Context: an optimization exercise on an open-source flow, tuned for small area. The choices shown serve that exercise and are no tape-out recipe.
Function was checked by simulation only, so behaviour that the tests miss may differ from the original.

Setup of P:
## fa_mac_slot
module fa_mac_slot (
    input  wire         clk,
    input  wire         gsr,
    input  wire         gwe,
    input  wire [63:0]  x,
    input  wire [63:0]  y,
    input  wire [3:0]   ce,
    input  wire [3:0]   rst,
    input  wire [3:0]   aclr,
    input  wire [3:0]   sub,
    input  wire [7:0]   op_mode,
    input  wire [3:0]   sign_x,
    input  wire [3:0]   sign_y,
    input  wire [3:0]   frac,
    input  wire [3:0]   in_delay,
    input  wire [7:0]   rnd,
    input  wire [3:0]   sat,
    input  wire [7:0]   out_fmt,
    input  wire [39:0]  cin,
    output wire [39:0]  cout,
    output wire [159:0] out
);
    wire [39:0] chain [0:4];
    assign chain[0] = cin;
    genvar u;
    generate
        for (u = 0; u < 4; u = u + 1) begin : g_unit
            fa_mac_unit unit (
                .clk      (clk),
                .gsr      (gsr),
                .gwe      (gwe),
                .x        (x[16*u +: 16]),
                .y        (y[16*u +: 16]),
                .ce       (ce[u]),
                .rst      (rst[u]),
                .aclr     (aclr[u]),
                .sub      (sub[u]),
                .op_mode  (op_mode[2*u +: 2]),
                .sign_x   (sign_x[u]),
                .sign_y   (sign_y[u]),
                .frac     (frac[u]),
                .in_delay (in_delay[u]),
                .rnd      (rnd[2*u +: 2]),
                .sat      (sat[u]),
                .out_fmt  (out_fmt[2*u +: 2]),
  ...
clock: 12.0 ns
lec_check: 0
cap_margin: 20
core_margin: 2
core_utilization: 85
cts_buf_list: sky130_fd_sc_hd__clkbuf_4 sky130_fd_sc_hd__clkbuf_8
cts_cluster_diameter: 60
cts_cluster_size: 15
slew_margin: 20
synth_hierarchical: 1
synth_minimum_keep_size: 0
standard.sh (not shown) runs the stock make flow with config.mk's settings and CLKGATE_MAP_FILE= SYNTH_SCRIPT=/design/flow/synth_recipe.tcl, a recipe that flattens the netlist after the stock synthesis.
==> flow/flow/run.sh <==
#!/bin/bash
# The standard layout (the standard.sh: standard synthesis, floorplan,
# placement, CTS, routing), except that the buffers placed on the input and
# output ports are the smallest buffer cell instead of the default delay cell.
set -euo pipefail
export BUFFER_PORTS_ARGS="-buffer_cell sky130_fd_sc_hd__buf_1"
bash standard.sh > standard.log 2>&1
P completed end to end with timing, DRC and antenna clean.
### P -> Q
==> flow/flow/run.sh <==
#!/bin/bash
# The standard layout (standard.sh), run in two parts:
# 1. the standard synthesis, unchanged;
# 2. floorplan to final layout, where
#    - the buffers placed on the input and output ports are the smallest
#      buffer cell (buf_1) instead of the default delay cell, and
#    - the repair steps may buffer nets only with the small buffers
#      buf_1 and buf_2 (buf_4 and larger are marked don't-use after
#      synthesis).
set -euo pipefail
bash standard.sh synth > standard_synth.log 2>&1
export BUFFER_PORTS_ARGS="-buffer_cell sky130_fd_sc_hd__buf_1"
export DONT_USE_CELLS="sky130_fd_sc_hd__buf_4 sky130_fd_sc_hd__buf_6 sky130_fd_sc_hd__buf_8 sky130_fd_sc_hd__buf_12 sky130_fd_sc_hd__buf_16"
bash standard.sh > standard.log 2>&1
-- flow/config.mk --
<<< P, line 8
export CAP_MARGIN = 20
export CORE_MARGIN = 2
export CORE_UTILIZATION = 85
export CTS_BUF_LIST = sky130_fd_sc_hd__clkbuf_4 sky130_fd_sc_hd__clkbuf_8
export CTS_CLUSTER_DIAMETER = 60
>>> Q, line 8
export CAP_MARGIN = 20
export CORE_MARGIN = 2
export CORE_UTILIZATION = 80
export CTS_BUF_LIST = sky130_fd_sc_hd__clkbuf_4 sky130_fd_sc_hd__clkbuf_8
export CTS_CLUSTER_DIAMETER = 60
Q and P ended up with nearly the same number of ordinary inverters in the final layout. Die area | Q > P. Re post-route minimum period: Q is 0.73 ns down on P. Delta(post-route fraction of the period consumed by the critical path, Q - P) < 0. Worst hold slack sits lower in Q than in P. From Q to P, number of slew-limit violations in the final report did not move at all. Q completed; timing, DRC and antenna clean. Looking at Q and P, the final area is a wash. STATUS total detailed-routing wirelength: Q wins against P.
Inputs modified between Q and R:
==> flow/flow/run.sh <==
#!/bin/bash
# The standard layout (the standard.sh: standard synthesis, floorplan,
# placement, CTS, routing), except that the buffers placed on the input and
# output ports are the smallest buffer cell instead of the default delay cell.
set -euo pipefail
export BUFFER_PORTS_ARGS="-buffer_cell sky130_fd_sc_hd__buf_1"
bash standard.sh > standard.log 2>&1
==> comparison <==
Diff Q..R | number of diodes added for antenna fixing | unchanged. Count of inverters not on the clock network in the layout across R and Q: no real change. Diff R..Q | sequential cell area in the final layout | unchanged. The mux cell area share after synthesis on Q is in line with that on R. Changes observed in R relative to Q: fraction of standard cell area in multi-input logic neither gained nor lost much, final core utilization neither gained nor lost much.

[separate check: timing with driven ports]
The flow's constraints put no driver on any port. The routed layouts listed below were extracted and timed again, unchanged, in two steps.
Step 1: set_driving_cell puts a clkbuf_16 on clk and a buf_2 on each other input, an assumption about the parent block.
Step 2 adds t to the input delays and takes it off the output delays; t is the mean of the earliest and latest rising clock arrival at the registers after step 1. Input paths then give back, and output paths get back, about the clock's delay inside the block.
a / b / c = no drivers / after step 1 / after step 2; a / b = the first two.
run | t (ns) | setup WS [ns] | clock arrival spread, ns | slew at the worst register clock pin (ns)
P | 0.832 | 0.419 / 0.419 / 0.419 | 0.062 / 0.062 | 0.12 / 0.12
Q | 0.796 | 1.149 / 1.149 / 0.996 | 0.045 / 0.045 | 0.10 / 0.10
R | 0.796 | 1.149 / 1.149 / 0.996 | 0.045 / 0.045 | 0.10 / 0.10
After both steps setup and hold are still met in every run listed.
